What follows belongs to an exercise in optimizing a design on an open flow for small area, a short achievable clock period and few clock cycles per item; a production flow would make more cautious choices.
The RTL was checked by simulation tests, not by an equivalence proof against the original design.

## oak
Design aes_cmac256, start of the top module:
module aes_cmac256 (
  input  wire         clk,
  input  wire         rst,         
  output wire         in_ready,    
  input  wire         key_valid,
  input  wire [255:0] key,
  input  wire         blk_valid,
  input  wire [127:0] blk_data,
  input  wire         blk_last,
  input  wire [4:0]   blk_len,     
  output reg          tag_valid,
  output wire [127:0] tag
);
clock: 9.0 ns
lec_check: 0
cap_margin: 20
core_margin: 2
core_utilization: 55
cts_buf_list: sky130_fd_sc_hd__clkbuf_8
place_density: 0.65
setup_slack_margin: 3
slew_margin: 20
standard.sh (not shown) runs the stock make flow with config.mk's settings and CLKGATE_MAP_FILE= SYNTH_SCRIPT=/design/flow/synth_recipe.tcl, a recipe that flattens the netlist after the stock synthesis.
==> flow/flow/run.sh <==
#!/bin/bash
set -euo pipefail
W=$PWD
F=$W/flow
mkdir -p $W/mysynth

# ORFS's synth.tcl with only the ABC script swapped.
python3 - "$FLOW_HOME/scripts/synth.tcl" "$W/mysynth/synth.tcl" "$F/abc_map.script" <<'PY'
import sys
src, dst, script = sys.argv[1:]
s = open(src).read()
old = "  log_cmd abc {*}$abc_args\n"
assert s.count(old) == 1, "synth.tcl changed"
s = s.replace(old, "  set abc_args [lreplace $abc_args 1 1 %s]\n%s" % (script, old))
# With SYNTH_HIERARCHICAL 1 every module is kept through ABC, so the S-boxes
# and aes_mixark are mapped on their own; synth_recipe.tcl flattens after.
open(dst, "w").write(s)
PY
# The standard synthesis, in a folder of its own, for its register names.
line=$(grep '^make ' standard.sh)
ref=${line/WORK_HOME=$W\/orfs/WORK_HOME=$W/refsynth}
ref=${ref/\"\$\{@:-finish\}\"/synth}
grep -q "WORK_HOME=$W/refsynth" <<< "$ref"
echo "$ref" > $W/mysynth/make_refsynth.sh
bash $W/mysynth/make_refsynth.sh > $W/refsynth.log 2>&1
python3 - $W/refsynth/results/*/aes_cmac256/base/1_2_yosys.v $W/mysynth/regnames.txt <<'PY'
import re, sys
# register instances: name ends in $_<cell type>_
names = re.findall(r"^\s*sky130_fd_sc_hd__\w+\s+(\\?\S+\$_[A-Z0-9_]+_)\s", open(sys.argv[1]).read(), re.M)
open(sys.argv[2], "w").write("\n".join(names) + "\n")
PY

grep -q 'source $::env(SCRIPTS_DIR)/synth.tcl' synth_recipe.tcl
sed "s#source \$::env(SCRIPTS_DIR)/synth.tcl#source $W/mysynth/synth.tcl#" synth_recipe.tcl > $W/mysynth/synth_recipe.tcl
python3 - $W/mysynth/synth_recipe.tcl $F/match_names.tcl <<'PY'
import sys
p, add = sys.argv[1:]
s = open(p).read()
old = "write_verilog -noattr"
assert s.count(old) == 1
s = s.replace(old, "source %s\n%s" % (add, old))
open(p, "w").write(s)
PY

# standard.sh's make command, with that script, for the synth target only.
line=$(grep '^make ' standard.sh)
line=${line/SYNTH_SCRIPT=$W\/synth_recipe.tcl/SYNTH_SCRIPT=$W/mysynth/synth_recipe.tcl}
line=${line/\"\$\{@:-finish\}\"/synth}
line="$line SYNTH_HIERARCHICAL=1"
grep -q "SYNTH_SCRIPT=$W/mysynth/synth_recipe.tcl" <<< "$line"
echo "$line" > $W/mysynth/make_synth.sh
bash $W/mysynth/make_synth.sh > $W/synth.log 2>&1

export BUFFER_PORTS_ARGS="-buffer_cell sky130_fd_sc_hd__buf_1"
bash standard.sh > $W/layout.log 2>&1
test -f out/final.def
==> flow/flow/abc_map.script <==
strash
&get -n
&fraig -x
&put
scorr
dc2
strash
&get -n
&dch -f
&nf -R 1000
&put
buffer -c
topo
upsize -c
dnsize -c
Other scripts of this flow, unchanged in this note and not shown: flow/flow/match_names.tcl
Testbench counts of oak, summed over its fixed seeds: cycles 10,116, blocks 637.
For pine, these inputs were changed with respect to oak:
# oak
export LEC_CHECK = 0
export CAP_MARGIN = 20
export CORE_MARGIN = 2
export CORE_UTILIZATION = 55
export CTS_BUF_LIST = sky130_fd_sc_hd__clkbuf_8
export PLACE_DENSITY = 0.65
export SETUP_SLACK_MARGIN = 3
export SLEW_MARGIN = 20
create_clock -name core_clock -period 9.0 [get_ports {clk}]
# pine
export LEC_CHECK = 0
export CAP_MARGIN = 20
export CORE_MARGIN = 2
export CORE_UTILIZATION = 55
export CTS_BUF_LIST = sky130_fd_sc_hd__clkbuf_8
export PLACE_DENSITY = 0.65
export SETUP_SLACK_MARGIN = 3.25
export SLEW_MARGIN = 20
create_clock -name core_clock -period 9.0 [get_ports {clk}]
### Flow results
On count of buffers from port buffering, pine and oak are neck and neck. Sort pine and oak by final clock period utilization by the worst path, ascending, and pine comes first. Changes observed in pine relative to oak: final hold violation count about even. Compare pine and oak | final critical-path required period higher: oak. Lower number of nets in the finished design was reported by oak, not pine. Against oak, pine reports a via count of the first global-routing pass that is higher. pine vs oak: sequential cell area share down in pine.
Changes in birch relative to pine:
# pine
export LEC_CHECK = 0
export CAP_MARGIN = 20
export CORE_MARGIN = 2
export CORE_UTILIZATION = 55
export CTS_BUF_LIST = sky130_fd_sc_hd__clkbuf_8
export PLACE_DENSITY = 0.65
export SETUP_SLACK_MARGIN = 3.25
export SLEW_MARGIN = 20
create_clock -name core_clock -period 9.0 [get_ports {clk}]
# birch
export LEC_CHECK = 0
export CAP_MARGIN = 20
export CORE_MARGIN = 2
export CORE_UTILIZATION = 55
export CTS_BUF_LIST = sky130_fd_sc_hd__clkbuf_8
export PLACE_DENSITY = 0.65
export SETUP_SLACK_MARGIN = 3
export SLEW_MARGIN = 20
create_clock -name core_clock -period 9.0 [get_ports {clk}]
==> flow/flow/abc_map.script <==
strash
&get -n
&fraig -x
&put
scorr
dc2
strash
&get -n
&dch -f
&nf
&put
buffer -c
topo
stime -c
upsize -c
dnsize -c
Findings:
Relative to pine, routability-driven placement congestion ratio has increased by about 1.3% in birch.
birch vs pine, layout overhead on the synthesized area went down by 4.6 points.
Delta (birch minus pine): antenna diode count shrank by 1, final design area excluding fillers shrank by 790 um^2, mapped cell area grew by about 3%.
Re first-pass iteration count of the detailed router: pine was higher than birch.
Higher count of filler cells inserted in the layout was reported by birch, not pine.
Route | birch vs pine | wire longer in birch
--- input diff birch..maple ---
# birch
export LEC_CHECK = 0
export CAP_MARGIN = 20
export CORE_MARGIN = 2
export CORE_UTILIZATION = 55
export CTS_BUF_LIST = sky130_fd_sc_hd__clkbuf_8
export PLACE_DENSITY = 0.65
export SETUP_SLACK_MARGIN = 3
export SLEW_MARGIN = 20
create_clock -name core_clock -period 9.0 [get_ports {clk}]
# maple
export LEC_CHECK = 0
export CAP_MARGIN = 20
export CORE_MARGIN = 2
export CORE_UTILIZATION = 50
export CTS_BUF_LIST = sky130_fd_sc_hd__clkbuf_8
export PLACE_DENSITY = 0.8
export SETUP_SLACK_MARGIN = 3
export SLEW_MARGIN = 20
create_clock -name core_clock -period 9.0 [get_ports {clk}]
## What came out
Compared with birch, maple degrades area of the core.
Estimated wirelength of the detail-placed design: maple higher than birch
maple vs. birch: vias after detailed routing +670; final standard cell utilization of the core has decreased.
A critical path endpoint of st[100]$_DFFE_PP_ is what maple shows, while st[4]$_DFFE_PP_ belongs to birch.

Starting RTL as in the previous note.
export LEC_CHECK = 0
export CAP_MARGIN = 20
export CORE_MARGIN = 2
export CORE_UTILIZATION = 50
export CTS_BUF_LIST = sky130_fd_sc_hd__clkbuf_8
export PLACE_DENSITY = 0.8
export SETUP_SLACK_MARGIN = 3
export SLEW_MARGIN = 20
create_clock -name core_clock -period 9.0 [get_ports {clk}]
==> flow/flow/abc_map.script <==
strash
&get -n
&fraig -x
&put
scorr
dc2
strash
&get -n
&dch -f
&nf -R 1000
&put
buffer -c
topo
upsize -c
dnsize -c
==> flow/flow/match_names.tcl <==
# Give each register the name the standard synthesis gives it, where the two
# differ only in the $_<cell type>_ suffix Yosys appends (the enable
# polarity it happened to pick). Reads mysynth/regnames.txt.
set f [open [file join [file dirname [info script]] .. mysynth regnames.txt]]
set ref [split [string trim [read $f]] "\n"]
close $f
set by_base [dict create]
foreach n $ref {
  set n [string trimleft $n "\\"]
  regexp {^(.*)\$_[A-Z0-9_]+_$} $n -> base
  dict set by_base $base $n
}
foreach c [split [string trim [tee -q -s result.string select -list t:sky130_fd_sc_hd__*df*]] "\n"] {
  set c [lindex [split $c "/"] end]
  if {![regexp {^(.*)\$_[A-Z0-9_]+_$} $c -> base]} continue
  if {![dict exists $by_base $base]} continue
  set want [dict get $by_base $base]
  if {$want ne $c} {
    puts "register $c takes the standard name $want"
    yosys cd $::env(DESIGN_NAME)
    yosys rename "$c" "$want"
    yosys cd ..
  }
}
Scripts as last shown in full above: flow/flow/run.sh
The baseline passed the timing, design-rule and antenna checks.
Testbench counts at the start, summed over its fixed seeds: cycles 10,116, blocks 637.
Next try:
==> flow/flow/abc_map.script (replaced) <==
strash
&get -n
&fraig -x
&put
scorr
dc2
strash
&get -n
&dch -f
&nf
&put
buffer -c
topo
stime -c
upsize -c
dnsize -c
CORE_UTILIZATION = 55   (was 50)
PLACE_DENSITY = 0.65   (was 0.8)
SETUP_SLACK_MARGIN = 3.25   (was 3)
After rerunning: The new run completed with no timing, DRC or antenna violations; final cell count decreases slightly; routed wire length increases by a few percent; clock skew decreases by 13 ps; non-clock buffer count increases by 211; worst hold slack got worse by 16 ps; flip-flop and latch count does not change; setup slack improved by 250 ps; global-route usage increases by 4.7 points; via count increases by a few percent.

Setup of lane 1:
Another version of the RTL of aes_cmac256 (not shown whole).
For scale: ~10,000 cells after synthesis, ~780 flip-flops, ~520 I/O pins, roughly 91,000 um^2 of cells after synthesis.
Settings: LEC_CHECK=0, CAP_MARGIN=20, CELL_PAD_IN_SITES_DETAIL_PLACEMENT=1, CELL_PAD_IN_SITES_GLOBAL_PLACEMENT=2, CORE_MARGIN=2, CORE_UTILIZATION=30, SLEW_MARGIN=20; clock period 9.0 ns.
run.sh (not shown) runs the stock make flow with config.mk's settings and CLKGATE_MAP_FILE= SYNTH_SCRIPT=/design/flow/synth_recipe.tcl, a recipe that flattens the netlist after the stock synthesis.
Stock flow here: none of the scripts above is used.
Testbench counts of lane 1, summed over its fixed seeds: cycles 10,108, blocks 637.
### lane 1 -> lane 2
==> flow/flow/run.sh (new file) <==
#!/bin/bash
set -euo pipefail
W=$PWD
F=$W/flow
mkdir -p $W/mysynth

# ORFS's synth.tcl with only the ABC script swapped.
python3 - "$FLOW_HOME/scripts/synth.tcl" "$W/mysynth/synth.tcl" "$F/abc_map.script" <<'PY'
import sys
src, dst, script = sys.argv[1:]
s = open(src).read()
old = "  log_cmd abc {*}$abc_args\n"
assert s.count(old) == 1, "synth.tcl changed"
s = s.replace(old, "  set abc_args [lreplace $abc_args 1 1 %s]\n%s" % (script, old))
open(dst, "w").write(s)
PY
grep -q 'source $::env(SCRIPTS_DIR)/synth.tcl' synth_recipe.tcl
sed "s#source \$::env(SCRIPTS_DIR)/synth.tcl#source $W/mysynth/synth.tcl#" synth_recipe.tcl > $W/mysynth/synth_recipe.tcl

# standard.sh's make command, with that script, for the synth target only.
line=$(grep '^make ' standard.sh)
line=${line/SYNTH_SCRIPT=$W\/synth_recipe.tcl/SYNTH_SCRIPT=$W/mysynth/synth_recipe.tcl}
line=${line/\"\$\{@:-finish\}\"/synth}
grep -q "SYNTH_SCRIPT=$W/mysynth/synth_recipe.tcl" <<< "$line"
echo "$line" > $W/mysynth/make_synth.sh
bash $W/mysynth/make_synth.sh > $W/synth.log 2>&1

bash standard.sh > $W/layout.log 2>&1
test -f out/final.def
==> flow/flow/abc_map.script (new file) <==
strash
&get -n
&fraig -x
&put
scorr
dc2
strash
&get -n
&dch -f
&nf
&put
buffer -c
topo
stime -c
upsize -c
dnsize -c
==> flow/standard.sh (new file) <==
#!/bin/bash
# synth_recipe.tcl (not shown) runs the flow's synth.tcl, then flattens the netlist and writes it again
# the make line also repeats each setting of config.mk as NAME=value (left out here)
make -C /OpenROAD-flow-scripts/flow DESIGN_CONFIG=/design/flow/config.mk WORK_HOME=/design/flow/orfs CLKGATE_MAP_FILE= SYNTH_SCRIPT=/design/flow/synth_recipe.tcl "${@:-finish}"
removed: flow/run.sh
Lane 2 vs lane 1 on register-to-register slack: lane 2 is the higher one. The area of the mapped netlist number comes out lower for lane 2 vs lane 1. The highest routing layer actually used comes out met5 in one run and met4 in the other, namely in lane 1 and lane 2 respectively. Compared with lane 1, in lane 2 proportion of synthesized area in mux cells shows a reduction of 1.5 points, number of antenna repair diodes shows a reduction of 5, post-synthesis simple-gate area fraction shows a reduction of 4.0 points, wire length shows a reduction of about 25%, area of the die shows a reduction of 21%. Diff lane 1 -> lane 2 | fraction of area in clock buffers and inverters | increase of 0.61 points. Lane 2 against lane 1: post-layout worst setup margin +0.61 ns; non-filler instance count after layout -23%.

==> separate check: timing with driven ports <==
In the flow no input, the clock included, has a driving cell. The finished layouts below were timed again as built, in two steps. Step 1: set_driving_cell puts a clkbuf_16 on clk and a buf_2 on each other input, an assumption about the parent block. Step 2 moves the port delays by t, midway between the first and last clock arrival at a register: inputs arrive t later, outputs are due t later. That takes back most of the time a late clock gives input paths. Three values: ideal ports, drivers, drivers and shift; two values: the first two.
run | t, ns | slack for setup (ns) | worst register clock-pin slew, ns | worst data-port slew with drivers (ns)
oak | 0.973 | 3.126 / 3.126 / 3.126 | 0.08 / 0.08 | 0.16
pine | 0.969 | 3.347 / 3.347 / 3.279 | 0.08 / 0.08 | 0.16
birch | 0.997 | 3.095 / 3.095 / 3.095 | 0.08 / 0.08 | 0.09
maple | 0.976 | 3.071 / 3.071 / 3.071 | 0.08 / 0.08 | 0.28
the first run of note 2 | 0.979 | 3.054 / 3.054 / 3.054 | 0.07 / 0.07 | 0.20
the second run of note 2 | 0.980 | 3.307 / 3.307 / 3.307 | 0.07 / 0.07 | 0.09
lane 1 | 0.873 | 0.627 / 0.627 / 0.627 | 0.07 / 0.07 | 0.17
lane 2 | 0.853 | 1.236 / 1.236 / 1.236 | 0.07 / 0.07 | 0.09
After both steps setup and hold are still met in every run listed. For pine, which loses most, drivers alone change the setup slack by 0.000 ns; drivers and shift together by -0.068 ns.
